Source: an optimization exercise on an open RTL-to-GDS flow (aim: small area). Production flows keep margins and buffers that such runs may drop.
Function was checked by simulation only, so behaviour that the tests miss may differ from the original.
Power figures rest on the tool's default switching activity, not on a simulated workload.

===== flow/flow/run.sh =====
#!/bin/bash
# The standard layout with these changes:
#  - synthesis is the standard flow's own script (synth_recipe.tcl, run unchanged), except
#    that its ABC mapping step uses flow/area.abc, an area-oriented mapping;
#  - buf_1 cells as the port buffers (the default pick is a larger, slower
#    delay buffer);
#  - the clock tree is built from clkbuf_8 cells, without dummy loads.
set -euo pipefail
work=$PWD
{
  echo "# synth_recipe.tcl with its abc call pointed at flow/area.abc"
  echo "proc abc {args} {"
  echo "  set i [lsearch -exact \$args -script]"
  echo "  if {\$i >= 0} { lset args [expr {\$i + 1}] $work/flow/area.abc }"
  echo "  puts \"abc (own flow): \$args\""
  echo "  yosys abc {*}\$args"
  echo "}"
  cat "$work/synth_recipe.tcl"
} > "$work/own_synth.tcl"
cts="-sink_clustering_enable -repair_clock_nets -buf_list sky130_fd_sc_hd__clkbuf_8"
cts="$cts -root_buf sky130_fd_sc_hd__clkbuf_8 -dont_use_dummy_load"
bash standard.sh "SYNTH_SCRIPT=$work/own_synth.tcl" \
  "BUFFER_PORTS_ARGS=-buffer_cell sky130_fd_sc_hd__buf_1" \
  "CTS_ARGS=$cts" finish > standard_flow.log 2>&1

===== flow/flow/area.abc =====
&get -n
&st
&dch -f
&nf -R 1000 -p -F 8 -A 4 -a
&put

===== flow/standard.sh =====
#!/bin/bash
# synth_recipe.tcl (not shown) runs the flow's synth.tcl, then flattens the netlist and writes it again
# the make line also repeats each setting of config.mk as NAME=value (left out here)
make -C /OpenROAD-flow-scripts/flow DESIGN_CONFIG=/design/flow/config.mk WORK_HOME=/design/flow/orfs CLKGATE_MAP_FILE= SYNTH_SCRIPT=/design/flow/synth_recipe.tcl "${@:-finish}"

===== flow/config.mk =====
export PLATFORM = sky130hd
export DESIGN_NAME = cis_ecc
export DESIGN_NICKNAME = cis_ecc
export VERILOG_FILES = /design/flow/design.v
export SDC_FILE = /design/flow/constraint.sdc
export NUM_CORES = 4
export LEC_CHECK = 0
export CAP_MARGIN = 20
export CORE_MARGIN = 2
export CORE_UTILIZATION = 40
export SLEW_MARGIN = 20

===== flow/constraint.sdc =====
create_clock -name core_clock -period 5.5 [get_ports {clk}]
set_input_delay 1.1000 -clock core_clock [delete_from_list [all_inputs] [get_ports {clk}]]
set_output_delay 1.1000 -clock core_clock [all_outputs]
set_load 0.01 [all_outputs]

===== flow/design.v =====
module cis_ecc (
    input  wire        clk,
    input  wire        rst_n,
    input  wire        wr_valid,
    input  wire [63:0] wr_data,
    input  wire        wr_poison,
    input  wire [15:0] wr_inj,
    output wire         wc_valid,
    output wire  [15:0] wc_check,
    input  wire        rd_valid,
    input  wire [63:0] rd_data,
    input  wire [15:0] rd_check,
    output reg          rr_valid,
    output wire  [63:0] rr_data,
    output wire         rr_ce,
    output wire         rr_ue,
    output wire  [4:0]  rr_sym
);
    wire we_0 = wr_data[22] ^ wr_data[38];
    wire we_1 = wr_data[23] ^ wr_data[39];
    wire we_2 = wr_data[14] ^ wr_data[54];
    wire we_3 = wr_data[48] ^ wr_data[52];
    wire we_4 = wr_data[15] ^ wr_data[55];
    wire we_5 = wr_data[21] ^ wr_data[53];
    wire we_6 = wr_data[18] ^ we_0;
    wire we_7 = wr_data[9] ^ wr_data[13];
    wire we_8 = wr_data[51] ^ we_4;
    wire we_9 = wr_data[16] ^ wr_data[20];
    wire we_10 = wr_data[17] ^ wr_data[47];
    wire we_11 = wr_data[6] ^ wr_data[50];
    wire we_12 = wr_data[49] ^ we_1;
    wire we_13 = wr_data[32] ^ we_3;
    wire we_14 = wr_data[37] ^ we_5;
    wire we_15 = wr_data[0] ^ wr_data[61];
    wire we_16 = wr_data[4] ^ we_13;
    wire we_17 = wr_data[34] ^ we_11;
    wire we_18 = wr_data[2] ^ we_6;
    wire we_19 = wr_data[62] ^ we_10;
    wire we_20 = wr_data[46] ^ we_2;
    wire we_21 = wr_data[11] ^ wr_data[63];
    wire we_22 = wr_data[12] ^ we_12;
    wire we_23 = we_9 ^ we_15;
    wire we_24 = wr_data[5] ^ wr_data[59];
    wire we_25 = wr_data[28] ^ wr_data[36];
    wire we_26 = wr_data[57] ^ we_7;
    wire we_27 = wr_data[27] ^ wr_data[43];
    wire we_28 = wr_data[45] ^ we_25;
    wire we_29 = wr_data[1] ^ we_19;
    wire we_30 = we_14 ^ we_26;
    wire we_31 = wr_data[3] ^ wr_data[35];
    wire we_32 = wr_data[10] ^ wr_data[58];
    wire we_33 = we_22 ^ we_24;
    wire we_34 = we_17 ^ we_18;
    wire we_35 = wr_data[33] ^ we_33;
    wire we_36 = we_20 ^ we_23;
    wire we_37 = wr_data[19] ^ wr_data[41];
    wire we_38 = wr_data[19] ^ wr_data[31];
    wire we_39 = wr_data[7] ^ we_29;
    wire we_40 = wr_data[27] ^ we_28;
    wire we_41 = wr_data[25] ^ wr_data[45];
    wire we_42 = wr_data[26] ^ wr_data[42];
    wire we_43 = wr_data[40] ^ we_4;
    wire we_44 = wr_data[24] ^ wr_data[60];
    wire we_45 = we_16 ^ we_32;
    wire we_46 = wr_data[56] ^ we_8;
    wire we_47 = wr_data[8] ^ wr_data[13];
    wire we_48 = we_21 ^ we_27;
    wire we_49 = wr_data[7] ^ we_31;
    wire we_50 = wr_data[4] ^ wr_data[26];
    wire we_51 = wr_data[37] ^ we_36;
    wire we_52 = wr_data[51] ^ wr_data[60];
    wire we_53 = we_41 ^ we_49;
    wire we_54 = wr_data[8] ^ we_44;
    wire we_55 = we_2 ^ we_37;
    wire we_56 = wr_data[28] ^ wr_data[44];
    wire we_57 = wr_data[54] ^ we_34;
    wire we_58 = wr_data[29] ^ we_21;
    wire we_59 = we_6 ^ we_45;
    wire we_60 = wr_data[35] ^ wr_data[38];
    wire we_61 = wr_data[17] ^ we_30;
    wire we_62 = we_14 ^ we_56;
    wire we_63 = wr_data[29] ^ we_39;
    wire we_64 = wr_data[40] ^ we_16;
    wire we_65 = wr_data[48] ^ we_27;
    wire we_66 = we_46 ^ we_58;
    wire we_67 = we_35 ^ we_62;
    wire we_68 = wr_data[50] ^ we_55;
    wire we_69 = wr_data[30] ^ we_18;
    wire we_70 = we_47 ^ we_57;
    wire we_71 = wr_data[53] ^ we_42;
    wire we_72 = wr_data[36] ^ we_5;
    wire we_73 = wr_data[58] ^ we_30;
    wire we_74 = wr_data[21] ^ we_63;
    wire we_75 = wr_data[12] ^ we_54;
    wire we_76 = wr_data[10] ^ we_65;
    wire we_77 = we_1 ^ we_48;
    wire we_78 = wr_data[5] ^ wr_data[49];
    wire we_79 = we_29 ^ we_67;
    wire we_80 = we_7 ^ we_71;
    wire we_81 = wr_data[41] ^ we_61;
    wire we_82 = wr_data[44] ^ we_64;
    wire we_83 = wr_data[62] ^ we_34;
    wire we_84 = we_10 ^ we_36;
    wire we_85 = wr_data[0] ^ wr_data[56];
    wire we_86 = we_9 ^ we_25;
    wire we_87 = we_85 ^ we_86;
    wire we_88 = we_75 ^ we_87;
    wire we_89 = we_88 ^ we_82;
    wire we_90 = wr_data[1] ^ wr_data[29];
    wire we_91 = wr_data[33] ^ wr_data[61];
    wire we_92 = we_78 ^ we_41;
    wire we_93 = we_90 ^ we_91;
    wire we_94 = we_92 ^ we_93;
    wire we_95 = we_94 ^ we_81;
    wire we_96 = wr_data[30] ^ we_32;
    wire we_97 = we_42 ^ we_20;
    wire we_98 = we_96 ^ we_97;
    wire we_99 = we_98 ^ we_83;
    wire we_100 = wr_data[47] ^ wr_data[59];
    wire we_101 = we_38 ^ we_100;
    wire we_102 = we_8 ^ we_49;
    wire we_103 = we_101 ^ we_77;
    wire we_104 = we_102 ^ we_103;
    wire we_105 = wr_data[4] ^ wr_data[24];
    wire we_106 = wr_data[42] ^ we_78;
    wire we_107 = we_3 ^ we_9;
    wire we_108 = we_37 ^ we_105;
    wire we_109 = we_106 ^ we_107;
    wire we_110 = we_108 ^ we_40;
    wire we_111 = we_109 ^ we_66;
    wire we_112 = we_110 ^ we_111;
    wire we_113 = we_70 ^ we_112;
    wire we_114 = wr_data[15] ^ wr_data[16];
    wire we_115 = wr_data[34] ^ we_3;
    wire we_116 = we_114 ^ we_20;
    wire we_117 = we_115 ^ we_77;
    wire we_118 = we_75 ^ we_53;
    wire we_119 = we_116 ^ we_69;
    wire we_120 = we_117 ^ we_118;
    wire we_121 = we_81 ^ we_119;
    wire we_122 = we_120 ^ we_121;
    wire we_123 = wr_data[25] ^ wr_data[36];
    wire we_124 = we_31 ^ we_38;
    wire we_125 = we_123 ^ we_12;
    wire we_126 = we_43 ^ we_124;
    wire we_127 = we_80 ^ we_125;
    wire we_128 = we_126 ^ we_84;
    wire we_129 = we_127 ^ we_59;
    wire we_130 = we_128 ^ we_129;
    wire we_131 = wr_data[11] ^ wr_data[18];
    wire we_132 = we_50 ^ we_131;
    wire we_133 = we_43 ^ we_132;
    wire we_134 = we_68 ^ we_76;
    wire we_135 = we_133 ^ we_134;
    wire we_136 = we_135 ^ we_79;
    wire we_137 = wr_data[0] ^ wr_data[16];
    wire we_138 = wr_data[23] ^ we_2;
    wire we_139 = we_60 ^ we_137;
    wire we_140 = we_72 ^ we_8;
    wire we_141 = we_17 ^ we_26;
    wire we_142 = we_138 ^ we_139;
    wire we_143 = we_76 ^ we_140;
    wire we_144 = we_141 ^ we_142;
    wire we_145 = we_39 ^ we_143;
    wire we_146 = we_144 ^ we_145;
    wire we_147 = wr_data[20] ^ wr_data[24];
    wire we_148 = wr_data[47] ^ we_147;
    wire we_149 = we_48 ^ we_148;
    wire we_150 = we_22 ^ we_149;
    wire we_151 = we_73 ^ we_150;
    wire we_152 = we_82 ^ we_83;
    wire we_153 = we_151 ^ we_152;
    wire we_154 = wr_data[63] ^ we_0;
    wire we_155 = we_47 ^ we_52;
    wire we_156 = we_72 ^ we_154;
    wire we_157 = we_155 ^ we_68;
    wire we_158 = we_53 ^ we_156;
    wire we_159 = we_45 ^ we_157;
    wire we_160 = we_158 ^ we_35;
    wire we_161 = we_159 ^ we_160;
    wire we_162 = wr_data[8] ^ wr_data[11];
    wire we_163 = wr_data[22] ^ wr_data[52];
    wire we_164 = we_162 ^ we_163;
    wire we_165 = we_17 ^ we_164;
    wire we_166 = we_80 ^ we_46;
    wire we_167 = we_165 ^ we_51;
    wire we_168 = we_166 ^ we_35;
    wire we_169 = we_167 ^ we_168;
    wire we_170 = wr_data[3] ^ wr_data[26];
    wire we_171 = wr_data[30] ^ wr_data[33];
    wire we_172 = wr_data[57] ^ wr_data[63];
    wire we_173 = we_1 ^ we_15;
    wire we_174 = we_38 ^ we_170;
    wire we_175 = we_171 ^ we_172;
    wire we_176 = we_13 ^ we_28;
    wire we_177 = we_173 ^ we_174;
    wire we_178 = we_175 ^ we_176;
    wire we_179 = we_177 ^ we_178;
    wire we_180 = we_179 ^ we_70;
    wire we_181 = we_74 ^ we_180;
    wire we_182 = wr_data[44] ^ wr_data[49];
    wire we_183 = wr_data[55] ^ we_11;
    wire we_184 = we_50 ^ we_52;
    wire we_185 = we_60 ^ we_182;
    wire we_186 = we_183 ^ we_184;
    wire we_187 = we_185 ^ we_40;
    wire we_188 = we_186 ^ we_73;
    wire we_189 = we_84 ^ we_187;
    wire we_190 = we_188 ^ we_189;
    wire we_191 = wr_data[39] ^ wr_data[50];
    wire we_192 = we_24 ^ we_44;
    wire we_193 = we_191 ^ we_8;
    wire we_194 = we_192 ^ we_40;
    wire we_195 = we_193 ^ we_51;
    wire we_196 = we_194 ^ we_59;
    wire we_197 = we_195 ^ we_74;
    wire we_198 = we_196 ^ we_197;
    wire we_199 = wr_data[6] ^ wr_data[19];
    wire we_200 = wr_data[25] ^ wr_data[32];
    wire we_201 = wr_data[46] ^ wr_data[60];
    wire we_202 = we_199 ^ we_200;
    wire we_203 = we_201 ^ we_23;
    wire we_204 = we_202 ^ we_203;
    wire we_205 = we_66 ^ we_69;
    wire we_206 = we_204 ^ we_205;
    wire we_207 = we_206 ^ we_79;
    wire [15:0] w_enc = {we_207, we_198, we_190, we_181, we_169, we_161, we_153, we_146, we_136, we_130, we_122, we_113, we_104, we_99, we_95, we_89};
    wire [15:0] w_chk = w_enc ^ wr_inj ^ {11'd0, wr_poison, 3'd0, wr_poison};
    assign wc_valid = wr_valid & rst_n;
    assign wc_check = w_chk;
    wire rs_0 = rd_data[22] ^ rd_data[38];
    wire rs_1 = rd_data[14] ^ rd_data[54];
    wire rs_2 = rd_data[23] ^ rd_data[39];
    wire rs_3 = rd_data[13] ^ rd_data[53];
    wire rs_4 = rd_data[15] ^ rd_data[55];
    wire rs_5 = rd_data[48] ^ rd_data[52];
    wire rs_6 = rd_data[18] ^ rs_0;
    wire rs_7 = rd_data[17] ^ rd_data[21];
    wire rs_8 = rd_data[50] ^ rs_1;
    wire rs_9 = rd_data[9] ^ rs_3;
    wire rs_10 = rd_data[16] ^ rd_data[20];
    wire rs_11 = rd_data[6] ^ rd_data[34];
    wire rs_12 = rd_data[47] ^ rs_2;
    wire rs_13 = rd_data[4] ^ rd_data[49];
    wire rs_14 = rd_data[0] ^ rd_data[36];
    wire rs_15 = rd_data[1] ^ rs_7;
    wire rs_16 = rd_data[51] ^ rs_4;
    wire rs_17 = rd_data[2] ^ rs_6;
    wire rs_18 = rd_data[32] ^ rs_5;
    wire rs_19 = rd_data[57] ^ rs_9;
    wire rs_20 = rd_data[12] ^ rd_data[37];
    wire rs_21 = rd_data[19] ^ rs_12;
    wire rs_22 = rd_data[61] ^ rs_10;
    wire rs_23 = rd_data[11] ^ rs_20;
    wire rs_24 = rd_data[63] ^ rs_17;
    wire rs_25 = rd_data[5] ^ rd_data[33];
    wire rs_26 = rd_data[27] ^ rd_data[43];
    wire rs_27 = rd_data[62] ^ rs_15;
    wire rs_28 = rd_data[46] ^ rs_22;
    wire rs_29 = rd_data[10] ^ rs_8;
    wire rs_30 = rd_data[59] ^ rs_25;
    wire rs_31 = rd_data[29] ^ rd_data[45];
    wire rs_32 = rd_data[58] ^ rs_13;
    wire rs_33 = rd_data[28] ^ rs_27;
    wire rs_34 = rd_data[7] ^ rd_data[35];
    wire rs_35 = rs_14 ^ rs_18;
    wire rs_36 = rd_data[3] ^ rs_21;
    wire rs_37 = rd_data[8] ^ rs_2;
    wire rs_38 = rd_data[25] ^ rd_data[41];
    wire rs_39 = rs_23 ^ rs_26;
    wire rs_40 = rd_data[44] ^ rd_data[60];
    wire rs_41 = rs_11 ^ rs_24;
    wire rs_42 = rd_data[26] ^ rs_28;
    wire rs_43 = rd_data[31] ^ rs_36;
    wire rs_44 = rd_data[50] ^ rs_41;
    wire rs_45 = rd_data[56] ^ rs_16;
    wire rs_46 = rs_35 ^ rs_43;
    wire rs_47 = rd_data[38] ^ rd_data[47];
    wire rs_48 = rd_data[3] ^ rs_38;
    wire rs_49 = rd_data[53] ^ rs_33;
    wire rs_50 = rd_data[13] ^ rs_31;
    wire rs_51 = rd_data[24] ^ rd_data[60];
    wire rs_52 = rd_data[45] ^ rs_34;
    wire rs_53 = rd_data[40] ^ rd_data[44];
    wire rs_54 = rs_30 ^ rs_45;
    wire rs_55 = rs_9 ^ rs_42;
    wire rs_56 = rs_23 ^ rs_54;
    wire rs_57 = rs_11 ^ rs_29;
    wire rs_58 = rs_18 ^ rs_32;
    wire rs_59 = rd_data[37] ^ rs_31;
    wire rs_60 = rd_data[54] ^ rs_50;
    wire rs_61 = rd_data[4] ^ rs_35;
    wire rs_62 = rd_data[24] ^ rs_44;
    wire rs_63 = rs_19 ^ rs_39;
    wire rs_64 = rd_data[28] ^ rs_10;
    wire rs_65 = rs_29 ^ rs_30;
    wire rs_66 = rs_48 ^ rs_52;
    wire rs_67 = rd_data[41] ^ rs_13;
    wire rs_68 = rd_data[8] ^ rs_64;
    wire rs_69 = rd_data[30] ^ rs_24;
    wire rs_70 = rd_data[21] ^ rs_58;
    wire rs_71 = rd_data[59] ^ rs_16;
    wire rs_72 = rd_data[49] ^ rs_56;
    wire rs_73 = rd_data[0] ^ rs_72;
    wire rs_74 = rd_data[5] ^ rd_data[27];
    wire rs_75 = rd_data[26] ^ rd_data[30];
    wire rs_76 = rs_14 ^ rs_47;
    wire rs_77 = rd_data[6] ^ rs_40;
    wire rs_78 = rd_data[7] ^ rs_33;
    wire rs_79 = rs_21 ^ rs_49;
    wire rs_80 = rd_data[42] ^ rs_55;
    wire rs_81 = rs_37 ^ rs_66;
    wire rs_82 = rs_19 ^ rs_76;
    wire rs_83 = rs_26 ^ rs_34;
    wire rs_84 = rd_data[19] ^ rd_data[36];
    wire rs_85 = rd_data[35] ^ rs_32;
    wire rs_86 = rd_check[0] ^ rd_data[12];
    wire rs_87 = rd_data[24] ^ rd_data[40];
    wire rs_88 = rd_data[56] ^ rs_40;
    wire rs_89 = rs_86 ^ rs_87;
    wire rs_90 = rs_88 ^ rs_89;
    wire rs_91 = rs_68 ^ rs_90;
    wire rs_92 = rs_61 ^ rs_91;
    wire rs_93 = rd_check[1] ^ rd_data[49];
    wire rs_94 = rd_data[61] ^ rs_25;
    wire rs_95 = rs_38 ^ rs_93;
    wire rs_96 = rs_59 ^ rs_15;
    wire rs_97 = rs_94 ^ rs_95;
    wire rs_98 = rs_19 ^ rs_96;
    wire rs_99 = rs_97 ^ rs_98;
    wire rs_100 = rd_check[2] ^ rd_data[42];
    wire rs_101 = rd_data[46] ^ rd_data[58];
    wire rs_102 = rd_data[62] ^ rs_75;
    wire rs_103 = rs_100 ^ rs_101;
    wire rs_104 = rs_102 ^ rs_103;
    wire rs_105 = rs_17 ^ rs_104;
    wire rs_106 = rs_57 ^ rs_105;
    wire rs_107 = rd_check[3] ^ rd_data[11];
    wire rs_108 = rd_data[63] ^ rs_107;
    wire rs_109 = rs_83 ^ rs_108;
    wire rs_110 = rs_71 ^ rs_109;
    wire rs_111 = rs_110 ^ rs_43;
    wire rs_112 = rd_data[11] ^ rd_data[42];
    wire rs_113 = rd_check[4] ^ rs_74;
    wire rs_114 = rs_84 ^ rs_5;
    wire rs_115 = rs_112 ^ rs_67;
    wire rs_116 = rs_113 ^ rs_114;
    wire rs_117 = rs_60 ^ rs_68;
    wire rs_118 = rs_45 ^ rs_115;
    wire rs_119 = rs_116 ^ rs_117;
    wire rs_120 = rs_118 ^ rs_119;
    wire rs_121 = rs_120 ^ rs_62;
    wire rs_122 = rd_data[15] ^ rd_data[16];
    wire rs_123 = rd_data[34] ^ rd_data[46];
    wire rs_124 = rd_check[5] ^ rs_51;
    wire rs_125 = rs_1 ^ rs_5;
    wire rs_126 = rs_7 ^ rs_122;
    wire rs_127 = rs_123 ^ rs_124;
    wire rs_128 = rs_125 ^ rs_126;
    wire rs_129 = rs_127 ^ rs_128;
    wire rs_130 = rs_63 ^ rs_81;
    wire rs_131 = rs_129 ^ rs_69;
    wire rs_132 = rs_130 ^ rs_131;
    wire rs_133 = rd_data[10] ^ rd_data[17];
    wire rs_134 = rd_data[25] ^ rd_data[40];
    wire rs_135 = rd_check[6] ^ rs_1;
    wire rs_136 = rs_4 ^ rs_133;
    wire rs_137 = rs_134 ^ rs_6;
    wire rs_138 = rs_135 ^ rs_136;
    wire rs_139 = rs_85 ^ rs_137;
    wire rs_140 = rs_138 ^ rs_139;
    wire rs_141 = rs_140 ^ rs_80;
    wire rs_142 = rs_46 ^ rs_141;
    wire rs_143 = rd_data[18] ^ rd_data[26];
    wire rs_144 = rd_data[48] ^ rd_check[7];
    wire rs_145 = rs_53 ^ rs_4;
    wire rs_146 = rs_143 ^ rs_144;
    wire rs_147 = rs_67 ^ rs_145;
    wire rs_148 = rs_146 ^ rs_39;
    wire rs_149 = rs_147 ^ rs_65;
    wire rs_150 = rs_148 ^ rs_149;
    wire rs_151 = rs_79 ^ rs_150;
    wire rs_152 = rd_data[16] ^ rd_data[23];
    wire rs_153 = rd_data[48] ^ rd_check[8];
    wire rs_154 = rs_152 ^ rs_153;
    wire rs_155 = rs_83 ^ rs_16;
    wire rs_156 = rs_154 ^ rs_27;
    wire rs_157 = rs_155 ^ rs_57;
    wire rs_158 = rs_82 ^ rs_156;
    wire rs_159 = rs_157 ^ rs_158;
    wire rs_160 = rd_data[20] ^ rd_data[62];
    wire rs_161 = rd_check[9] ^ rs_53;
    wire rs_162 = rs_160 ^ rs_12;
    wire rs_163 = rs_161 ^ rs_162;
    wire rs_164 = rs_63 ^ rs_70;
    wire rs_165 = rs_163 ^ rs_164;
    wire rs_166 = rs_165 ^ rs_62;
    wire rs_167 = rd_data[12] ^ rd_data[51];
    wire rs_168 = rd_data[60] ^ rd_data[63];
    wire rs_169 = rd_check[10] ^ rs_84;
    wire rs_170 = rs_0 ^ rs_3;
    wire rs_171 = rs_167 ^ rs_168;
    wire rs_172 = rs_169 ^ rs_170;
    wire rs_173 = rs_171 ^ rs_172;
    wire rs_174 = rs_65 ^ rs_70;
    wire rs_175 = rs_81 ^ rs_173;
    wire rs_176 = rs_174 ^ rs_175;
    wire rs_177 = rd_data[22] ^ rd_data[52];
    wire rs_178 = rd_check[11] ^ rs_11;
    wire rs_179 = rs_177 ^ rs_8;
    wire rs_180 = rs_37 ^ rs_178;
    wire rs_181 = rs_179 ^ rs_180;
    wire rs_182 = rs_181 ^ rs_80;
    wire rs_183 = rs_73 ^ rs_182;
    wire rs_184 = rd_data[8] ^ rd_data[33];
    wire rs_185 = rd_data[57] ^ rd_data[61];
    wire rs_186 = rd_check[12] ^ rs_75;
    wire rs_187 = rs_184 ^ rs_185;
    wire rs_188 = rs_186 ^ rs_187;
    wire rs_189 = rs_60 ^ rs_188;
    wire rs_190 = rs_189 ^ rs_78;
    wire rs_191 = rs_44 ^ rs_46;
    wire rs_192 = rs_190 ^ rs_191;
    wire rs_193 = rd_data[27] ^ rd_data[28];
    wire rs_194 = rd_data[37] ^ rd_data[45];
    wire rs_195 = rd_data[51] ^ rd_data[55];
    wire rs_196 = rd_check[13] ^ rs_7;
    wire rs_197 = rs_193 ^ rs_194;
    wire rs_198 = rs_195 ^ rs_77;
    wire rs_199 = rs_8 ^ rs_196;
    wire rs_200 = rs_197 ^ rs_85;
    wire rs_201 = rs_198 ^ rs_199;
    wire rs_202 = rs_82 ^ rs_42;
    wire rs_203 = rs_200 ^ rs_201;
    wire rs_204 = rs_202 ^ rs_203;
    wire rs_205 = rd_data[39] ^ rd_data[47];
    wire rs_206 = rd_data[58] ^ rd_check[14];
    wire rs_207 = rs_51 ^ rs_74;
    wire rs_208 = rs_205 ^ rs_206;
    wire rs_209 = rs_59 ^ rs_6;
    wire rs_210 = rs_207 ^ rs_208;
    wire rs_211 = rs_71 ^ rs_28;
    wire rs_212 = rs_29 ^ rs_209;
    wire rs_213 = rs_210 ^ rs_61;
    wire rs_214 = rs_211 ^ rs_212;
    wire rs_215 = rs_78 ^ rs_213;
    wire rs_216 = rs_214 ^ rs_215;
    wire rs_217 = rd_data[25] ^ rd_data[29];
    wire rs_218 = rd_data[32] ^ rd_check[15];
    wire rs_219 = rs_217 ^ rs_218;
    wire rs_220 = rs_77 ^ rs_219;
    wire rs_221 = rs_28 ^ rs_220;
    wire rs_222 = rs_221 ^ rs_69;
    wire rs_223 = rs_79 ^ rs_222;
    wire rs_224 = rs_73 ^ rs_223;
    wire [15:0] syn_in = {rs_224, rs_216, rs_204, rs_192, rs_183, rs_176, rs_166, rs_159, rs_151, rs_142, rs_132, rs_121, rs_111, rs_106, rs_99, rs_92};
    wire [3:0] a0 = syn_in[3:0], a1 = syn_in[7:4], a2 = syn_in[11:8], a3 = syn_in[15:12];
    wire a0i_0 = (a0 == 4'd1) | (a0 == 4'd2) | (a0 == 4'd4) | (a0 == 4'd5) | (a0 == 4'd6) | (a0 == 4'd8) | (a0 == 4'd11) | (a0 == 4'd14);
    wire a0i_1 = (a0 == 4'd3) | (a0 == 4'd5) | (a0 == 4'd6) | (a0 == 4'd7) | (a0 == 4'd8) | (a0 == 4'd9) | (a0 == 4'd12) | (a0 == 4'd14);
    wire a0i_2 = (a0 == 4'd3) | (a0 == 4'd4) | (a0 == 4'd6) | (a0 == 4'd7) | (a0 == 4'd8) | (a0 == 4'd10) | (a0 == 4'd11) | (a0 == 4'd13);
    wire a0i_3 = (a0 == 4'd2) | (a0 == 4'd3) | (a0 == 4'd4) | (a0 == 4'd5) | (a0 == 4'd8) | (a0 == 4'd10) | (a0 == 4'd12) | (a0 == 4'd15);
    wire [3:0] a0i = {a0i_3, a0i_2, a0i_1, a0i_0};
    wire q0_0 = a0i[0];
    wire q1_0 = a0i[1];
    wire q2_0 = a0i[2];
    wire q3_0 = a0i[3];
    wire q0_1 = a0i[3];
    wire q1_1 = a0i[0] ^ a0i[3];
    wire q2_1 = a0i[1];
    wire q3_1 = a0i[2];
    wire q0_2 = a0i[2];
    wire q1_2 = a0i[2] ^ a0i[3];
    wire q2_2 = a0i[0] ^ a0i[3];
    wire q3_2 = a0i[1];
    wire q0_3 = a0i[1];
    wire q1_3 = a0i[1] ^ a0i[2];
    wire q2_3 = a0i[2] ^ a0i[3];
    wire q3_3 = a0i[0] ^ a0i[3];
    wire ri1_0 = (q0_0 & a1[0]) ^ (q0_1 & a1[1]) ^ (q0_2 & a1[2]) ^ (q0_3 & a1[3]);
    wire ri1_1 = (q1_0 & a1[0]) ^ (q1_1 & a1[1]) ^ (q1_2 & a1[2]) ^ (q1_3 & a1[3]);
    wire ri1_2 = (q2_0 & a1[0]) ^ (q2_1 & a1[1]) ^ (q2_2 & a1[2]) ^ (q2_3 & a1[3]);
    wire ri1_3 = (q3_0 & a1[0]) ^ (q3_1 & a1[1]) ^ (q3_2 & a1[2]) ^ (q3_3 & a1[3]);
    wire ri2_0 = (q0_0 & a2[0]) ^ (q0_1 & a2[1]) ^ (q0_2 & a2[2]) ^ (q0_3 & a2[3]);
    wire ri2_1 = (q1_0 & a2[0]) ^ (q1_1 & a2[1]) ^ (q1_2 & a2[2]) ^ (q1_3 & a2[3]);
    wire ri2_2 = (q2_0 & a2[0]) ^ (q2_1 & a2[1]) ^ (q2_2 & a2[2]) ^ (q2_3 & a2[3]);
    wire ri2_3 = (q3_0 & a2[0]) ^ (q3_1 & a2[1]) ^ (q3_2 & a2[2]) ^ (q3_3 & a2[3]);
    wire ri3_0 = (q0_0 & a3[0]) ^ (q0_1 & a3[1]) ^ (q0_2 & a3[2]) ^ (q0_3 & a3[3]);
    wire ri3_1 = (q1_0 & a3[0]) ^ (q1_1 & a3[1]) ^ (q1_2 & a3[2]) ^ (q1_3 & a3[3]);
    wire ri3_2 = (q2_0 & a3[0]) ^ (q2_1 & a3[1]) ^ (q2_2 & a3[2]) ^ (q2_3 & a3[3]);
    wire ri3_3 = (q3_0 & a3[0]) ^ (q3_1 & a3[1]) ^ (q3_2 & a3[2]) ^ (q3_3 & a3[3]);
    reg [3:0] s0, r1, r2, r3;
    reg nz1, nz2, nz3;
    reg [63:0] r1_data;
    always @(posedge clk) begin
        if (!rst_n) rr_valid <= 1'b0;
        else        rr_valid <= rd_valid;
        r1_data <= rd_data;
        s0  <= a0;
        r1  <= {ri1_3, ri1_2, ri1_1, ri1_0};
        r2  <= {ri2_3, ri2_2, ri2_1, ri2_0};
        r3  <= {ri3_3, ri3_2, ri3_1, ri3_0};
        nz1 <= |a1;
        nz2 <= |a2;
        nz3 <= |a3;
    end
    wire nz0 = |s0;
    wire m0 = nz0 & (r1 == 4'd4) & (r2 == 4'd9) & (r3 == 4'd15);
    wire m1 = nz0 & (r1 == 4'd13) & (r2 == 4'd6) & (r3 == 4'd6);
    wire m2 = nz0 & (r1 == 4'd3) & (r2 == 4'd12) & (r3 == 4'd1);
    wire m3 = nz0 & (r1 == 4'd10) & (r2 == 4'd14) & (r3 == 4'd8);
    wire m4 = nz0 & (r1 == 4'd7) & (r2 == 4'd9) & (r3 == 4'd14);
    wire m5 = nz0 & (r1 == 4'd5) & (r2 == 4'd10) & (r3 == 4'd14);
    wire m6 = nz0 & (r1 == 4'd3) & (r2 == 4'd2) & (r3 == 4'd4);
    wire m7 = nz0 & (r1 == 4'd9) & (r2 == 4'd0) & (r3 == 4'd15);
    wire m8 = nz0 & (r1 == 4'd4) & (r2 == 4'd6) & (r3 == 4'd13);
    wire m9 = nz0 & (r1 == 4'd5) & (r2 == 4'd5) & (r3 == 4'd7);
    wire m10 = nz0 & (r1 == 4'd12) & (r2 == 4'd2) & (r3 == 4'd0);
    wire m11 = nz0 & (r1 == 4'd8) & (r2 == 4'd2) & (r3 == 4'd10);
    wire m12 = nz0 & (r1 == 4'd15) & (r2 == 4'd7) & (r3 == 4'd5);
    wire m13 = nz0 & (r1 == 4'd7) & (r2 == 4'd14) & (r3 == 4'd5);
    wire m14 = nz0 & (r1 == 4'd1) & (r2 == 4'd8) & (r3 == 4'd8);
    wire m15 = nz0 & (r1 == 4'd2) & (r2 == 4'd4) & (r3 == 4'd14);
    wire m16 = nz0 & ~nz1 & ~nz2 & ~nz3;
    wire m17 = ~nz0 & nz1 & ~nz2 & ~nz3;
    wire m18 = ~nz0 & ~nz1 & nz2 & ~nz3;
    wire m19 = ~nz0 & ~nz1 & ~nz2 & nz3;
    wire [19:0] match = {m19, m18, m17, m16, m15, m14, m13, m12, m11, m10, m9, m8, m7, m6, m5, m4, m3, m2, m1, m0};
    wire ce = |match;
    wire ue = (nz0 | nz1 | nz2 | nz3) & ~ce;
    wire [4:0] sy;
    assign sy[0] = m1 | m3 | m5 | m7 | m9 | m11 | m13 | m15 | m17 | m19;
    assign sy[1] = m2 | m3 | m6 | m7 | m10 | m11 | m14 | m15 | m18 | m19;
    assign sy[2] = m4 | m5 | m6 | m7 | m12 | m13 | m14 | m15;
    assign sy[3] = m8 | m9 | m10 | m11 | m12 | m13 | m14 | m15;
    assign sy[4] = m16 | m17 | m18 | m19;
    wire [63:0] fix = {{4{m15}} & s0, {4{m14}} & s0, {4{m13}} & s0, {4{m12}} & s0, {4{m11}} & s0, {4{m10}} & s0, {4{m9}} & s0, {4{m8}} & s0, {4{m7}} & s0, {4{m6}} & s0, {4{m5}} & s0, {4{m4}} & s0, {4{m3}} & s0, {4{m2}} & s0, {4{m1}} & s0, {4{m0}} & s0};
    wire [63:0] cor = r1_data ^ fix;
    assign rr_data  = cor;
    assign rr_ce    = ce;
    assign rr_ue    = ue;
    assign rr_sym   = sy;
endmodule

==> out/metrics.csv, run 1 <==
metric,value,unit
Synth Area in Compound Gates,0.00676,
unique cell type count in the Yosys netlist,29,
largest family of logic cells by synthesized area,XOR/XNOR gates,
Final Wtd Congestion,0.964,
wire per inst,19.0,µm
total CTS buffers,9,
#FFs+latches synth,84,
row cnt,50,
clk sink count,84,
mux contribution to synthesized area,0,
post-synth top area share,0.491,
final net count,1328,
share of total power in combinational logic,0.792,
DRT Pass-1 Iters,5,
number of global-route vias before repair,6819,
Static Leakage,2.95,nW
Core Region,18900,µm²
I/O Pins,254,
sequential fraction of the synthesis area,0.216,
status,no timing/DRC/antenna violations,
max cap viols,0,
CTS tree,yes,
post-DP HPWL,22.8,mm
Synth Area in Simple Gates,0.148,
Crit Path Max Fanout,18,
Post-Synth XOR/XNOR Area,0.628,
Max Root-Sink Buffers,2,
kind of critical path,flip-flop to primary output,
DRC,0,
vias post-DR,6846,
Worst Hold Class,input port to flip-flop,
Register Area,1680,µm²
async set or reset register ratio after synthesis,0,
Worst-path clk slew,0.07,ns
"Primary FF master, synth",dfxtp_1,
CTS Hold Bufs,0,
share of cells above drive strength 1,0.0258,
pin count of the biggest net entering global routing,19,
Post-Synthesis Cells,881,
Fmax achieved,0.202,GHz
worst setup path start,s0[2],
worst rel slew slack,0.344,
CP cell instances,or4_1 > nand4_1 > and4b_1 > or4_1 > nor4_1 > nand4b_1 > buf_1,
maximum VDD drop,0.000505,V
DIE HEIGHT,143,µm
Final Hold Fails,0,
Final Cycle Share,0.902,
Global Route Usage Sum,0.259,
Post-synth EDFFs,0,
# setup viols final,0,
Iter 0 DRT Violations,423,
minimum clock period after layout,4.96,ns
Int Power,0.00328,W
CP most frequent cell,or4_1,
CTS H-tree depth,3,
mean area per synthesized cell,8.82,µm²
fin util,0.493,
Sw Share,0.486,
Crit path arrival time,3.86,ns
Crit path required time,4.40,ns
crit end category,primary output,
Avg Vias per Cell,4.82,
sequential power share,0.153,
initial antenna violation count,0,
Die Span X,143,µm
postcts setup bufs,0,
Switch Pwr,0.00310,W
IO buf count,253,
Clk pwr share,0.055,
area taken by multi-input logic gates,6100,µm²
GRT overflow,0,
Final Max Tran Viols,0,
Worst path slowest cell,or4_1,
"slowest stage delay, CP",0.84,ns
"area leader, netlist",xnor2_1,
top area cells in the synthesized netlist,"xnor2_1 (49%), dfxtp_1 (22%), xor2_1 (13%), nand2_1 (4.6%), nor4_1 (1.5%)",
total power,0.00637,W
fillers,1902,
TNS Setup,0,ns
Initial Utilization,0.411,
worst setup path end,rr_sym[1],
DIE AREA,20600,µm²
CP Launch Type,flip-flop,
Post-Synth Adder-Cell Area,0,
Area growth syn-to-layout,20.0,%
Clk Tree Root Cell,clkbuf_8,
RSZ-0062 raised after global routing,no,
first-pass GRT wire length,39.2,mm
Post-DRT Antenna Nets,0,
drt total wl,26.9,mm
post_cts resized,0,
n_diodes,0,
syn nets,1046,
Cell Pwr Density,683,nW/µm²
"Cell Area, Synth",7770,µm²
"Warnings, synthesis",1,
Slew @ Worst Pin,0.983,ns
==> metal layers <==
metal	wire length [µm]	vias up	GRT usage
li1	-	3353	-
met1	11300	3132	0.320
met2	13000	315	0.456
met3	1850	46	0.0417
met4	830	0	0.0888
met5	0	-	0
==> area by class of cell <==
cell class | count | area share
sequential | 84 | 0.180
inverter | 1 | 0.000403
timing repair buffer | 271 | 0.116
clock buffer | 9 | 0.0133
tap | 260 | 0.0349
multi-input combinational | 796 | 0.655
==> cells in the final DEF (no fill, tap or decap), types with 3 or more instances in the layout <==
cell type  count
xnor2_1      436
buf_1        253
xor2_1       116
nand2_1       95
dfxtp_1       84
nor2_1        29
buf_4         18
nor2b_1       17
nor4_1        17
nand3_1       15
nor3_1        13
nand2b_1      12
clkbuf_8       9
nand4_1        8
a21oi_1        5
nand3b_1       4
or4_1          3
or3_1          3
and2_0         3
or4b_1         3
==> registers in the layout (all words and copies together), names as in the netlist <==
register and cells:
nz1 1, nz3 1, r2 4, s0 4, rr_valid 1, r1 4, nz2 1, r1_data 64
r3 4
==> kinds of logic after synthesis <==
| family | Yosys count |
|---|---|
| AOI/OAI and AO/OA | 9 |
| xor gates and xnor gates | 554 |
| buffers and inverters | 1 |
| DFF | 84 |
| and+or+nand+nor | 233 |
==> critical path: cells and delay by family (launching register included) <==
family	cells	cell delay, ns
buf+inv	1	0.16
flops	1	0.64
simple gates	6	2.69
==> power groups by stage <==
stage          logic [W]  registers (W)  clock network (W)
2_1_floorplan    0.00396       0.000913                  0
3_3_place_gp     0.00502       0.000986                  0
3_5_place_dp     0.00504       0.000978                  0
4_1_cts          0.00506       0.000964           0.000355
5_1_grt          0.00553       0.000985           0.000380
6_report         0.00505       0.000972           0.000350
==> cell usage after synthesis, types with 2 or more instances <==
cell type / number
a21oi_1: 5
and2_0: 3
dfxtp_1: 84
nand2_1: 95
nand2b_1: 12
nand3_1: 15
nand3b_1: 4
nand4_1: 8
nand4b_1: 2
nor2_1: 29
nor2b_1: 17
nor3_1: 13
nor4_1: 19
nor4b_1: 2
o21ai_0: 2
or3_1: 3
or4_1: 3
or4b_1: 3
xnor2_1: 436
xnor3_1: 2
xor2_1: 116
==> worst min path at each step <==
stage | startpoint | endpoint | slack [ns] | cells past startpoint
after floorplan | rd_data[0] | r1_data[0] | 1.13 | 0
after global placement | rd_data[14] | r1_data[14] | 1.25 | 1
after detailed placement | rd_data[14] | r1_data[14] | 1.25 | 1
after CTS | rd_data[14] | r1_data[14] | 0.87 | 1
after global routing | rd_data[14] | r1_data[14] | 0.87 | 1
final | rd_data[14] | r1_data[14] | 0.88 | 1
==> metrics by stage <==
step	worst slack [ns]	std cells	hold WS, ns	area, µm²
floorplan	1.18	881	1.13	7770
global placement	0.908	1412	1.25	9200
detailed placement	0.828	1412	1.25	9200
CTS	0.719	1421	0.873	9320
global route	0.497	1421	0.872	9320
finish	0.539	1421	0.884	9320
==> inputs of run 2 (changes only) <==
--- a/flow/config.mk
+++ b/flow/config.mk
@@ -8,4 +8,4 @@
 export CAP_MARGIN = 20
 export CORE_MARGIN = 2
-export CORE_UTILIZATION = 40
+export CORE_UTILIZATION = 65
 export SLEW_MARGIN = 20
==> run 2 against run 1 <==
- critical endpoint is now rr_data[7]
- first-iteration DRC count is 97% higher
- sequential power is 4% higher
- fmax increased by 7.0%
- non-clock buffer count shrank 5
- synthesized area unchanged
- via count rose by 3.9%
==> out/metrics.csv, run 2 <==
metric,value,unit,change
DIE AREA,12800,µm²,-38%
maximum VDD drop,0.000839,V,+66%
Largest register FFs,64,,unchanged
worst rel slew slack,0.226,,-0.118
Final Cycle Share,0.843,,-0.0593
Final Hold Fails,0,,unchanged
Fmax achieved,0.216,GHz,+7.0%
GRT overflow,0,,unchanged
drt total wl,25.8,mm,-4.3%
TNS Setup,0,ns,unchanged
Crit path arrival time,3.54,ns,-0.32 ns
"area leader, netlist",xnor2_1,,
"Warnings, synthesis",1,,unchanged
row cnt,39,,-22%
I/O Pins,254,,unchanged
most common cell in the synthesized netlist,xnor2_1,,
"slowest stage delay, CP",0.95,ns,+0.11 ns
Area growth syn-to-layout,17.8,%,
DIE HEIGHT,113,µm,-21%
CTS Hold Bufs,0,,unchanged
Initial Utilization,0.672,,+0.261
Placed Cells,1290,,-8.6%
syn nets,1046,,unchanged
metal3 WL,2.67,mm,+44%
Final Max Tran Viols,0,,unchanged
"Cell Area, Synth",7770,µm²,unchanged
Worst path slowest cell,dfxtp_1,,
post-synth top area share,0.491,,unchanged
DRC,0,,unchanged
CTS tree,yes,,
Post-Synthesis Cells,881,,unchanged
crit end category,primary output,,
fillers,852,,-55%
minimum clock period after layout,4.64,ns,-0.326 ns
Max Root-Sink Buffers,2,,unchanged
unique cell type count in the Yosys netlist,29,,unchanged
kind of critical path,flip-flop to primary output,,
Worst Hold Class,input port to flip-flop,,
number of global-route vias before repair,6785,,-0.50%
mean area per synthesized cell,8.82,µm²,unchanged
#FFs+latches synth,84,,unchanged
largest reg by FF count,r1_data,,
CP cell instances,nor4_1 > buf_4 > or3_1 > nor3_1 > nand2_1 > xnor2_1 > buf_1,,
post_cts resized,0,,unchanged
Crit path required time,4.40,ns,about the same
pin count of the biggest net entering global routing,19,,unchanged
Slew @ Worst Pin,1.15,ns,+0.168 ns
max cap viols,0,,unchanged
"commonest non-fill, non-tap cell in the layout",xnor2_1,,
postcts setup bufs,0,,unchanged
initial antenna violation count,0,,unchanged
Static Leakage,2.92,nW,-0.87%
vias post-DR,7113,,+3.9%
Post-synth top cells,"xnor2_1 (436), xor2_1 (116), nand2_1 (95)",,
fin util,0.792,,+0.298
most frequent cells in the layout,"xnor2_1 (436), buf_1 (253), xor2_1 (116)",,
Worst-path clk slew,0.10,ns,+0.03 ns
Iter 0 DRT Violations,834,,+97%
first-pass GRT wire length,37.9,mm,-3.3%
clk sink count,84,,unchanged
async set or reset register ratio after synthesis,0,,unchanged
total CTS buffers,9,,unchanged
Cell Pwr Density,705,nW/µm²,+3.1%
n_diodes,0,,unchanged
CP Buf/Inv Count,2,,+1
post-DP HPWL,21.0,mm,-8.0%
Post-synth EDFFs,0,,unchanged
Critical Path Stages,7,,unchanged
DRT Pass-1 Iters,5,,unchanged
share of cells above drive strength 1,0.0242,,-0.00162
# setup viols final,0,,unchanged
Clk Tree Root Cell,clkbuf_8,,
sequential fraction of the synthesis area,0.216,,unchanged
RSZ-0062 raised after global routing,no,,
status,no timing/DRC/antenna violations,,
hold path depth,1,,unchanged
IO buf count,253,,unchanged
"Primary FF master, synth",dfxtp_1,,
final net count,1323,,-0.38%
top area cells in the synthesized netlist,"xnor2_1 (49%), dfxtp_1 (22%), xor2_1 (13%), nand2_1 (4.6%), nor4_1 (1.5%)",,
family with the most delay on the worst path,simple AND/OR/NAND/NOR gates,,
Core Region,11600,µm²,-39%
Crit Path Max Fanout,18,,unchanged
Post-DRT Antenna Nets,0,,unchanged
Die Span X,113,µm,-21%
top layer in use,met4,,
Global Route Usage Sum,0.393,,+0.134
Avg Vias per Cell,5.48,,+14%
wire per inst,19.8,µm,+4.7%
CP Launch Type,flip-flop,,
WL met1,10.5,mm,-6.7%
fin cells,1299,,-8.6%
Final Wtd Congestion,0.999,,+3.7%
DR WL met2,12.0,mm,-7.5%
CTS H-tree depth,3,,unchanged
-- run 2: cells by family (layout without fill, tap and decap cells) --
| kind of cell | Yosys count | count (layout) | share of synthesized area |
|---|---|---|---|
| AOI/OAI and AO/OA | 9 | 9 | 0.00676 |
| xor gates and xnor gates | 554 | 554 | 0.628 |
| buffers and inverters | 1 | 276 | 0.000483 |
| DFF | 84 | 84 | 0.216 |
| and+or+nand+nor | 233 | 233 | 0.148 |
-- run 2: report_power, final --
group / total, W / internal (W) / switching, W
Combinational: 0.00510 / 0.00234 / 0.00276
Clock: 0.000349 / 0.000147 / 0.000202
Sequential: 0.00101 / 0.000783 / 0.000224
-- run 2: path summary, 6_finish.rpt --
| path | from | end |
|---|---|---|
| hold / removal | rd_data[14] | r1_data[14] |
| setup / recovery | s0[3] | rr_data[7] |
-- run 2: layout make-up --
class / count / area (µm²) / area share
Tap cell: 143 / 179 / 0.0195
Clock buffer: 9 / 124 / 0.0135
Inverter: 1 / 3.75 / 0.000410
Multi-Input combinational cell: 796 / 6120 / 0.668
Timing Repair Buffer: 266 / 1050 / 0.114
Sequential cell: 84 / 1680 / 0.184
-- run 2: metrics by stage --
step | cell area, µm² | worst slack, ns | power, W | hold slack [ns]
2_1_floorplan | 7770 | 1.18 | 0.00487 | 1.13
3_3_place_gp | 9030 | 0.930 | 0.00588 | 1.25
3_5_place_dp | 9030 | 0.760 | 0.00597 | 1.25
4_1_cts | 9160 | 0.967 | 0.00635 | 0.866
5_1_grt | 9160 | 0.660 | 0.00689 | 0.866
6_report | 9160 | 0.865 | 0.00645 | 0.863
-- run 2: routing by layer --
metal / GRT usage / vias up
met5: 0 / -
met4: 0.109 / 0
met3: 0.0836 / 53
met2: 0.644 / 435
met1: 0.524 / 3274
li1: - / 3351
==> inputs of run 3 (changes only) <==
--- a/flow/design.v
+++ b/flow/design.v
@@ -456,5 +456,5 @@
     wire [15:0] syn_in = {rs_224, rs_216, rs_204, rs_192, rs_183, rs_176, rs_166, rs_159, rs_151, rs_142, rs_132, rs_121, rs_111, rs_106, rs_99, rs_92};
     wire [3:0] a0 = syn_in[3:0], a1 = syn_in[7:4], a2 = syn_in[11:8], a3 = syn_in[15:12];
-    wire a0i_0 = (a0 == 4'd1) | (a0 == 4'd2) | (a0 == 4'd4) | (a0 == 4'd5) | (a0 == 4'd6) | (a0 == 4'd8) | (a0 == 4'd11) | (a0 == 4'd14);
+    wire a0i_0 = (a0 == 4'd0) | (a0 == 4'd1) | (a0 == 4'd2) | (a0 == 4'd4) | (a0 == 4'd5) | (a0 == 4'd6) | (a0 == 4'd8) | (a0 == 4'd11) | (a0 == 4'd14);
     wire a0i_1 = (a0 == 4'd3) | (a0 == 4'd5) | (a0 == 4'd6) | (a0 == 4'd7) | (a0 == 4'd8) | (a0 == 4'd9) | (a0 == 4'd12) | (a0 == 4'd14);
     wire a0i_2 = (a0 == 4'd3) | (a0 == 4'd4) | (a0 == 4'd6) | (a0 == 4'd7) | (a0 == 4'd8) | (a0 == 4'd10) | (a0 == 4'd11) | (a0 == 4'd13);
@@ -490,5 +490,4 @@
     wire ri3_3 = (q3_0 & a3[0]) ^ (q3_1 & a3[1]) ^ (q3_2 & a3[2]) ^ (q3_3 & a3[3]);
     reg [3:0] s0, r1, r2, r3;
-    reg nz1, nz2, nz3;
     reg [63:0] r1_data;
     always @(posedge clk) begin
@@ -500,9 +499,7 @@
         r2  <= {ri2_3, ri2_2, ri2_1, ri2_0};
         r3  <= {ri3_3, ri3_2, ri3_1, ri3_0};
-        nz1 <= |a1;
-        nz2 <= |a2;
-        nz3 <= |a3;
     end
     wire nz0 = |s0;
+    wire nz1 = |r1, nz2 = |r2, nz3 = |r3;
     wire m0 = nz0 & (r1 == 4'd4) & (r2 == 4'd9) & (r3 == 4'd15);
     wire m1 = nz0 & (r1 == 4'd13) & (r2 == 4'd6) & (r3 == 4'd6);
--- a/flow/flow/run.sh
+++ b/flow/flow/run.sh
@@ -20,4 +20,5 @@
 cts="-sink_clustering_enable -repair_clock_nets -buf_list sky130_fd_sc_hd__clkbuf_8"
 cts="$cts -root_buf sky130_fd_sc_hd__clkbuf_8 -dont_use_dummy_load"
+cts="$cts -sink_clustering_size 28 -sink_clustering_max_diameter 80"
 bash standard.sh "SYNTH_SCRIPT=$work/own_synth.tcl" \
   "BUFFER_PORTS_ARGS=-buffer_cell sky130_fd_sc_hd__buf_1" \
--- a/flow/config.mk
+++ b/flow/config.mk
@@ -8,4 +8,4 @@
 export CAP_MARGIN = 20
 export CORE_MARGIN = 2
-export CORE_UTILIZATION = 65
+export CORE_UTILIZATION = 75
 export SLEW_MARGIN = 20
==> run 3 against run 2 <==
- first-iteration DRC count rose by 19%
- die area fell by 13%
- clock-buffer cell count did not move
- highest routed layer unchanged
==> out/metrics.csv, run 3 <==
metric,value,unit,change
status,no timing/DRC/antenna violations,,
"commonest non-fill, non-tap cell in the layout",xnor2_1,,
CP Buf/Inv Count,3,,+1
clk sink count,81,,-3.6%
Clk Tree Root Cell,clkbuf_8,,
worst setup margin,0.516,ns,-0.349 ns
Crit Path Max Fanout,9,,-9
first-pass GRT wire length,46.8,mm,+23%
Worst-path clk slew,0.11,ns,about the same
largest reg by FF count,r1_data,,
pre-CTS setup slack,0.601,ns,-0.159 ns
CP Launch Type,input port,,
CP cell instances,buf_1 > xor2_1 > xnor2_1 > xnor2_1 > xor2_1 > xnor2_1 > nor2_1 > clkinv_1 > o22ai_1 > a21oi_1 > buf_4 > xor2_1 > nand2_1 > xor2_1 > xnor2_1,,
Crit path arrival time,5.25,ns,+1.71 ns
area taken by multi-input logic gates,6120,µm²,about the same
sequential fraction of the synthesis area,0.210,,-0.00689
Worst path slowest cell,xnor2_1,,
Core Region,10200,µm²,-12%
number of global-route vias before repair,8378,,+23%
final net count,1326,,+0.23%
max cap viols,0,,unchanged
drt total wl,31.1,mm,+21%
Register Area,1620,µm²,-3.6%
mean area per synthesized cell,8.74,µm²,-0.85%
family with the most delay on the worst path,XOR/XNOR gates,,
IO buf count,253,,unchanged
Post-synth EDFFs,0,,unchanged
I/O Pins,254,,unchanged
Cell Pwr Density,724,nW/µm²,+2.7%
initial antenna violation count,0,,unchanged
Global Route Usage Sum,0.564,,+0.171
CTS Hold Bufs,0,,unchanged
# setup viols final,0,,unchanged
minimum clock period after layout,4.98,ns,+0.349 ns
Worst Hold Class,input port to flip-flop,,
post-DP HPWL,23.9,mm,+14%
Final Hold Fails,0,,unchanged
Final Max Tran Viols,0,,unchanged
top area cells in the synthesized netlist,"xnor2_1 (49%), dfxtp_1 (21%), xor2_1 (13%), nand2_1 (5.8%), nand2b_1 (1.3%)",,
DRC,0,,unchanged
CTS tree,yes,,
DRT Pass-1 Iters,12,,+7
Post-Synthesis Cells,885,,+0.45%
fin util,0.891,,+0.0997
CTS H-tree depth,3,,unchanged
"slowest stage delay, CP",0.58,ns,-0.37 ns
Die Span X,106,µm,-6.8%
Static Leakage,2.92,nW,-0.19%
"Primary FF master, synth",dfxtp_1,,
Final Wtd Congestion,1.06,,+6.5%
row cnt,37,,-5.1%
total CTS buffers,9,,unchanged
TNS Setup,0,ns,unchanged
DIE HEIGHT,106,µm,-6.8%
post-synth top area share,0.488,,-0.00367
crit end category,flip-flop,,
Post-synth top cells,"xnor2_1 (431), nand2_1 (119), xor2_1 (119)",,
Initial Utilization,0.760,,+0.0880
maximum VDD drop,0.000878,V,+4.6%
hold slack,0.875,ns,+0.0120 ns
Slew @ Worst Pin,1.14,ns,-0.00955 ns
most frequent cells in the layout,"xnor2_1 (431), buf_1 (253), nand2_1 (119), xor2_1 (119), dfxtp_1 (81)",,
async set or reset register ratio after synthesis,0,,unchanged
kind of critical path,input port to flip-flop,,
post_cts resized,0,,unchanged
"Cell Area, Synth",7740,µm²,-0.40%
RSZ-0062 raised after global routing,no,,
syn nets,1050,,+0.38%
"area leader, netlist",xnor2_1,,
Iter 0 DRT Violations,993,,+19%
n_diodes,0,,unchanged
unique cell type count in the Yosys netlist,33,,+14%
Final Cycle Share,0.906,,+0.0635
Area growth syn-to-layout,17.3,%,
most common cell in the synthesized netlist,xnor2_1,,
#FFs+latches synth,81,,-3.6%
fillers,482,,-43%
GRT overflow,0,,unchanged
wire per inst,24.0,µm,+21%
vias post-DR,8199,,+15%
pin count of the biggest net entering global routing,19,,unchanged
Largest register FFs,64,,unchanged
postcts setup bufs,0,,unchanged
DIE AREA,11100,µm²,-13%
Post-DRT Antenna Nets,0,,unchanged
Fmax achieved,0.201,GHz,-7.0%
worst rel slew slack,0.232,,+0.00573
Avg Vias per Cell,6.33,,+16%
Max Root-Sink Buffers,2,,unchanged
share of cells above drive strength 1,0.0190,,-0.00524
Crit path required time,5.76,ns,+1.36 ns
"Warnings, synthesis",1,,unchanged
[run 3: cell count changes in the layout (fill, tap and decap cells not counted), sizes merged, moves of 4 or more]
| cell | delta |
|---|---|
| xnor2 | -5 |
| nor2 | -12 |
| nor4 | -5 |
| nand2 | +24 |
| nand3b | -4 |
| nor2b | -4 |
| nand2b | +4 |
[run 3: layer usage]
layer | vias up | global-route usage | wire length, µm
met5 | - | 0.0238 | 0
met4 | 0 | 0.542 | 4110
met3 | 375 | 0.209 | 4110
met2 | 901 | 0.887 | 13500
met1 | 3570 | 0.567 | 9310
li1 | 3353 | - | -
[run 3: layout make-up]
cell class,instances,share of cell area
repair buffers,265,0.115
multi-input cells,802,0.674
flip-flops and latches,81,0.179
clock buffers,9,0.0136
well taps,136,0.0187
inverters,2,0.000827
[run 3: through the flow]
| step | total power [W] | area, µm² | std cells |
|---|---|---|---|
| 4_1_cts | 0.00631 | 9070 | 1295 |
| 2_1_floorplan | 0.00458 | 7740 | 885 |
| 3_3_place_gp | 0.00564 | 8950 | 1286 |
| 3_5_place_dp | 0.00583 | 8950 | 1286 |
| 5_1_grt | 0.00685 | 9080 | 1295 |
| 6_report | 0.00657 | 9080 | 1295 |
[run 3: power breakdown]
group | switching, W | leakage [nW] | internal (W)
Clock | 0.000208 | 0.0647 | 0.000147
Combinational | 0.00315 | 2.17 | 0.00218
Sequential | 0.000133 | 0.683 | 0.000754
Total | 0.00349 | 2.92 | 0.00308
[run 3: final timing paths]
kind	startpoint	to	slack (ns)	cells after the start
setup / recovery	rd_data[54]	r1[1]	0.52	15
hold / removal	rd_data[14]	r1_data[14]	0.88	1
[run 3: kinds of logic after synthesis]
family          share of synthesized area
compound gates                     0.0125
xor+xnor                            0.631
buf+inv                          0.000970
flops                               0.210
simple gates                        0.146
==> inputs of run 4 (changes only) <==
==> flow/flow/area.abc (replaced) <==
&get -n
&st
&syn3
&st
&dch -f
&nf -R 1000 -p -F 8 -A 4 -a
&st
&dch -f
&nf -R 1000 -p -F 8 -A 4 -a
&put
--- a/flow/config.mk
+++ b/flow/config.mk
@@ -8,4 +8,5 @@
 export CAP_MARGIN = 20
 export CORE_MARGIN = 2
-export CORE_UTILIZATION = 75
+export CORE_UTILIZATION = 65
+export GPL_TIMING_DRIVEN = 0
 export SLEW_MARGIN = 20
==> run 4 against run 3 <==
- power shrank 4.7%
- highest routed layer is now met5
- synthesized cell count is 2.5% lower
- clock-buffer cell count unchanged
- via count down 13%
- setup slack got worse by 0.048 ns
- largest power group unchanged
- sequential share of layout area up 0.39 points
==> out/metrics.csv, run 4 <==
metric,value,unit,change
status,no timing/DRC/antenna violations,,
GRT overflow,0,,unchanged
Crit Path Max Fanout,17,,+8
drt total wl,26.2,mm,-16%
total CTS buffers,9,,unchanged
max cap viols,0,,unchanged
post_cts resized,0,,unchanged
CTS tree,yes,,
post-DP HPWL,21.2,mm,-11%
sequential fraction of the synthesis area,0.214,,+0.00468
Crit path arrival time,3.93,ns,-1.32 ns
Slew @ Worst Pin,1.19,ns,+0.0491 ns
Initial Utilization,0.666,,-0.0940
top layer in use,met5,,
Crit path required time,4.40,ns,-1.36 ns
hold path depth,1,,unchanged
top area cells in the synthesized netlist,"xnor2_1 (50%), dfxtp_1 (21%), xor2_1 (14%), nand2_1 (5.2%), nor2_1 (1.5%)",,
area taken by multi-input logic gates,5970,µm²,-2.4%
CP Launch Type,flip-flop,,
Die Span X,112,µm,+6.0%
DRT Pass-1 Iters,5,,-7
worst setup margin,0.468,ns,-0.0476 ns
Worst Hold Class,input port to flip-flop,,
DP Area,8750,µm²,-2.2%
number of global-route vias before repair,7027,,-16%
share of cells above drive strength 1,0.0168,,-0.00215
Core Region,11400,µm²,+12%
Post-DRT Antenna Nets,0,,unchanged
IO buf count,253,,unchanged
Final Max Tran Viols,0,,unchanged
"area leader, netlist",xnor2_1,,
Worst-path clk slew,0.10,ns,about the same
Register Area,1620,µm²,unchanged
Cell Pwr Density,705,nW/µm²,-2.6%
Clk Tree Root Cell,clkbuf_8,,
Post-synth EDFFs,0,,unchanged
first-pass GRT wire length,38.8,mm,-17%
WL met1,9.51,mm,+2.1%
maximum VDD drop,0.00116,V,+32%
Static Leakage,2.86,nW,-1.9%
Iter 0 DRT Violations,553,,-44%
largest reg by FF count,r1_data,,
DIE HEIGHT,112,µm,+6.0%
DRC,0,,unchanged
DIE AREA,12500,µm²,+12%
post-synth top area share,0.495,,+0.00741
Final Wtd Congestion,0.988,,-7.1%
"Warnings, synthesis",1,,unchanged
worst rel slew slack,0.206,,-0.0257
async set or reset register ratio after synthesis,0,,unchanged
pre-CTS setup slack,0.314,ns,-0.287 ns
initial antenna violation count,1,,+1
n_diodes,0,,unchanged
vias post-DR,7121,,-13%
CTS Hold Bufs,0,,unchanged
wire per inst,20.6,µm,-14%
hold slack,0.884,ns,+0.00842 ns
CTS H-tree depth,3,,unchanged
Post-Synthesis Cells,863,,-2.5%
most frequent cells in the layout,"xnor2_1 (428), buf_1 (253), xor2_1 (118)",,
final net count,1296,,-2.3%
DR WL met2,12.9,mm,-4.6%
most common cell in the synthesized netlist,xnor2_1,,
Max Root-Sink Buffers,2,,unchanged
"Design Area, Final",8880,µm²,-2.1%
TNS Setup,0,ns,unchanged
kind of critical path,flip-flop to primary output,,
Fmax achieved,0.199,GHz,-0.95%
Global Route Usage Sum,0.408,,-0.156
postcts setup bufs,0,,unchanged
#FFs+latches synth,81,,unchanged
clk sink count,81,,unchanged
Post-synth top cells,"xnor2_1 (428), xor2_1 (118), nand2_1 (105)",,
Largest register FFs,64,,unchanged
fillers,810,,+68%
mean area per synthesized cell,8.77,µm²,+0.31%
pin count of the biggest net entering global routing,18,,-1
# setup viols final,0,,unchanged
unique cell type count in the Yosys netlist,32,,-3.0%
Final Hold Fails,0,,unchanged
"commonest non-fill, non-tap cell in the layout",xnor2_1,,
crit end category,primary output,,
RSZ-0062 raised after global routing,no,,
Avg Vias per Cell,5.60,,-12%
I/O Pins,254,,unchanged
metal3 WL,2.33,mm,-43%
Final Cycle Share,0.915,,+0.00865
"Primary FF master, synth",dfxtp_1,,
Area growth syn-to-layout,17.4,%,about the same
"Cell Area, Synth",7570,µm²,-2.2%
minimum clock period after layout,5.03,ns,+0.0476 ns
syn nets,1028,,-2.1%
row cnt,39,,+5.4%
==> run 4: metrics by stage <==
stage	total power (W)	util	std cells
floorplan	0.00467	-	863
global placement	0.00559	0.765	1259
detailed placement	0.00571	0.770	1263
CTS	0.00615	0.781	1272
global route	0.00662	0.781	1272
finish	0.00626	0.781	1272
==> run 4: path summary, 6_finish.rpt <==
kind / startpoint / end / slack (ns)
worst max-delay path: s0[1] / rr_data[53] / 0.47
worst min-delay path: rd_data[6] / r1_data[6] / 0.88
==> run 4: kinds of logic after synthesis <==
logic type                after synthesis  synth area share
xor gates and xnor gates              548             0.638
and+or+nand+nor                       211             0.129
DFF                                    81             0.214
AOI/OAI and AO/OA                      17            0.0141
buffers and inverters                   4           0.00198
muxes                                   2           0.00264
==> run 4: critical path, cell delays in order, from the launching register on <==
cell and delay (ns):
dfxtp_1 0.94, or4_1 0.40, nand3_1 0.29, or3_1 0.51, nor3_1 0.71, nand2_1 0.16
xnor2_1 0.34, buf_1 0.20
==> run 4: where the power goes <==
group / total, W / switching (W) / internal, W
Sequential: 0.000965 / 0.000209 / 0.000757
Combinational: 0.00494 / 0.00277 / 0.00217
Clock: 0.000353 / 0.000207 / 0.000146
==> run 4: cell type report <==
class | instances | area share
inverters | 4 | 0.00169
repair buffers | 257 | 0.110
flip-flops and latches | 81 | 0.183
clock buffers | 9 | 0.0139
multi-input cells | 778 | 0.672
well taps | 143 | 0.0201
==> run 4: routing by layer <==
layer  vias to the layer above  GRT usage
li1                       3233          -
met1                      3293      0.465
met2                       486      0.718
met3                       107     0.0773
met4                         2      0.224
met5                         -          0
==> inputs of run 5 (changes only) <==
--- a/flow/config.mk
+++ b/flow/config.mk
@@ -6,7 +6,7 @@
 export NUM_CORES = 4
 export LEC_CHECK = 0
-export CAP_MARGIN = 20
+export CAP_MARGIN = 5
 export CORE_MARGIN = 2
 export CORE_UTILIZATION = 65
 export GPL_TIMING_DRIVEN = 0
-export SLEW_MARGIN = 20
+export SLEW_MARGIN = 5
==> run 5 against run 4 <==
- sequential power hardly changed
- non-clock buffer count is 1 lower
- worst hold slack got worse by 0.012 ns
- die area unchanged
- setup slack worse by 0.23 ns
- largest power group unchanged
==> out/metrics.csv, run 5 <==
metric,value,unit,change
max cap viols,0,,unchanged
DRT Pass-1 Iters,6,,+1
Avg Vias per Cell,5.54,,-1.0%
DIE AREA,12500,µm²,unchanged
syn nets,1028,,unchanged
"Warnings, synthesis",1,,unchanged
CP cell instances,or4_1 > nand3_1 > or3_1 > nor4_1 > nand2_1 > xnor2_1 > buf_1,,
Crit path arrival time,4.16,ns,+0.23 ns
# setup viols final,0,,unchanged
post-synth top area share,0.495,,unchanged
kind of critical path,flip-flop to primary output,,
"area leader, netlist",xnor2_1,,
crit end category,primary output,,
"slowest stage delay, CP",1.13,ns,+0.19 ns
wire per inst,20.1,µm,-2.5%
top area cells in the synthesized netlist,"xnor2_1 (50%), dfxtp_1 (21%), xor2_1 (14%), nand2_1 (5.2%), nor2_1 (1.5%)",,
Fmax achieved,0.190,GHz,-4.4%
number of global-route vias before repair,6894,,-1.9%
mean area per synthesized cell,8.77,µm²,unchanged
Core Region,11400,µm²,unchanged
Final Hold Fails,0,,unchanged
minimum clock period after layout,5.26,ns,+0.231 ns
post_cts resized,0,,unchanged
Final Wtd Congestion,0.988,,unchanged
Cell Pwr Density,697,nW/µm²,-1.1%
CTS Hold Bufs,0,,unchanged
Static Leakage,2.85,nW,-0.21%
Initial Utilization,0.666,,unchanged
Global Route Usage Sum,0.401,,-0.00737
Final Cycle Share,0.957,,+0.0420
#FFs+latches synth,81,,unchanged
Final Max Tran Viols,0,,unchanged
row cnt,39,,unchanged
Area growth syn-to-layout,17.2,%,
vias post-DR,7043,,-1.1%
Post-synth top cells,"xnor2_1 (428), xor2_1 (118), nand2_1 (105)",,
n_diodes,0,,unchanged
Post-DRT Antenna Nets,0,,unchanged
status,no timing/DRC/antenna violations,,
first-pass GRT wire length,38.0,mm,-2.0%
Post-Synthesis Cells,863,,unchanged
most frequent cells in the layout,"xnor2_1 (428), buf_1 (253), xor2_1 (118)",,
hold slack,0.871,ns,-0.0124 ns
family with the most delay on the worst path,simple AND/OR/NAND/NOR gates,,
"Cell Area, Synth",7570,µm²,unchanged
final net count,1295,,-0.077%
CP Launch Type,flip-flop,,
worst rel slew slack,0.0685,,-0.138
I/O Pins,254,,unchanged
share of cells above drive strength 1,0.0142,,-0.00264
RSZ-0062 raised after global routing,no,,
maximum VDD drop,0.00129,V,+11%
"Primary FF master, synth",dfxtp_1,,
sequential fraction of the synthesis area,0.214,,unchanged
Clk Tree Root Cell,clkbuf_8,,
initial antenna violation count,0,,-1
postcts setup bufs,0,,unchanged
Max Root-Sink Buffers,2,,unchanged
clk sink count,81,,unchanged
total CTS buffers,9,,unchanged
Worst-path clk slew,0.09,ns,about the same
largest reg by FF count,r1_data,,
drt total wl,25.5,mm,-2.6%
unique cell type count in the Yosys netlist,32,,unchanged
CP Buf/Inv Count,1,,unchanged
DRC,0,,unchanged
pin count of the biggest net entering global routing,18,,unchanged
DIE HEIGHT,112,µm,unchanged
Post-synth EDFFs,0,,unchanged
Worst Hold Class,input port to flip-flop,,
GRT overflow,0,,unchanged
Slew @ Worst Pin,1.38,ns,+0.194 ns
CTS H-tree depth,3,,unchanged
Worst path slowest cell,nor4_1,,
CTS tree,yes,,
Die Span X,112,µm,unchanged
Largest register FFs,64,,unchanged
post-DP HPWL,21.3,mm,+0.48%
"commonest non-fill, non-tap cell in the layout",xnor2_1,,
Iter 0 DRT Violations,536,,-3.1%
async set or reset register ratio after synthesis,0,,unchanged
total power,0.00618,W,-1.3%
TNS Setup,0,ns,unchanged
Crit Path Max Fanout,17,,unchanged
Crit path required time,4.40,ns,about the same
IO buf count,253,,unchanged
most common cell in the synthesized netlist,xnor2_1,,
## run 5: cell types whose count changed in the layout (fill, tap and decap cells not counted), sizes merged
| cell | delta |
|---|---|
| buf | -1 |
## run 5: kinds of logic (layout without fill, tap and decap cells)
logic type | Yosys count | after routing | share of synthesized area
flip-flops | 81 | 81 | 0.214
AND/OR/NAND/NOR | 211 | 211 | 0.129
AO/OA/AOI/OAI | 17 | 17 | 0.0141
XOR/XNOR | 548 | 548 | 0.638
multiplexers | 2 | 2 | 0.00264
buffers and inverters | 4 | 269 | 0.00198
## run 5: routing by layer
layer	track usage	vias up	part of all wire
met5	0	-	0
met4	0.249	0	0.060
met3	0.0773	114	0.089
met2	0.682	445	0.48
met1	0.463	3252	0.37
li1	-	3232	-
## run 5: layout make-up
type / count / area, µm²
Multi-Input combinational cell: 778 / 5960
Sequential cell: 81 / 1620
Fill cell: 823 / 2500
Inverter: 4 / 15.0
Timing Repair Buffer: 256 / 972
Tap cell: 143 / 179
Clock buffer: 9 / 124
## run 5: path summary, 6_finish.rpt
path,startpoint,end,slack (ns),depth (start not counted)
max,s0[0],rr_data[11],0.24,7
min,rd_data[43],r1_data[43],0.87,1
## run 5: per-stage QoR
step                      instances   util  worst slack, ns  cell area, µm²
after floorplan                 863      -             1.44            7570
after detailed placement       1262  0.769            0.289            8750
final                          1271  0.780            0.237            8870
after global placement         1259  0.765            0.398            8700
after global routing           1271  0.780            0.167            8870
after CTS                      1271  0.780            0.342            8870
## run 5: where the power goes
group / switching (W) / total [W] / internal, W
Sequential: 0.000207 / 0.000963 / 0.000757
Clock: 0.000202 / 0.000348 / 0.000146
Combinational: 0.00270 / 0.00487 / 0.00217

Check on run 5: ideal ports give 0.237 ns setup slack; a clkbuf_16 on the clock port and buf_2 on the inputs give 0.197 ns; moving port delays by the midpoint clock arrival (0.405 ns) as well gives 0.067 ns.
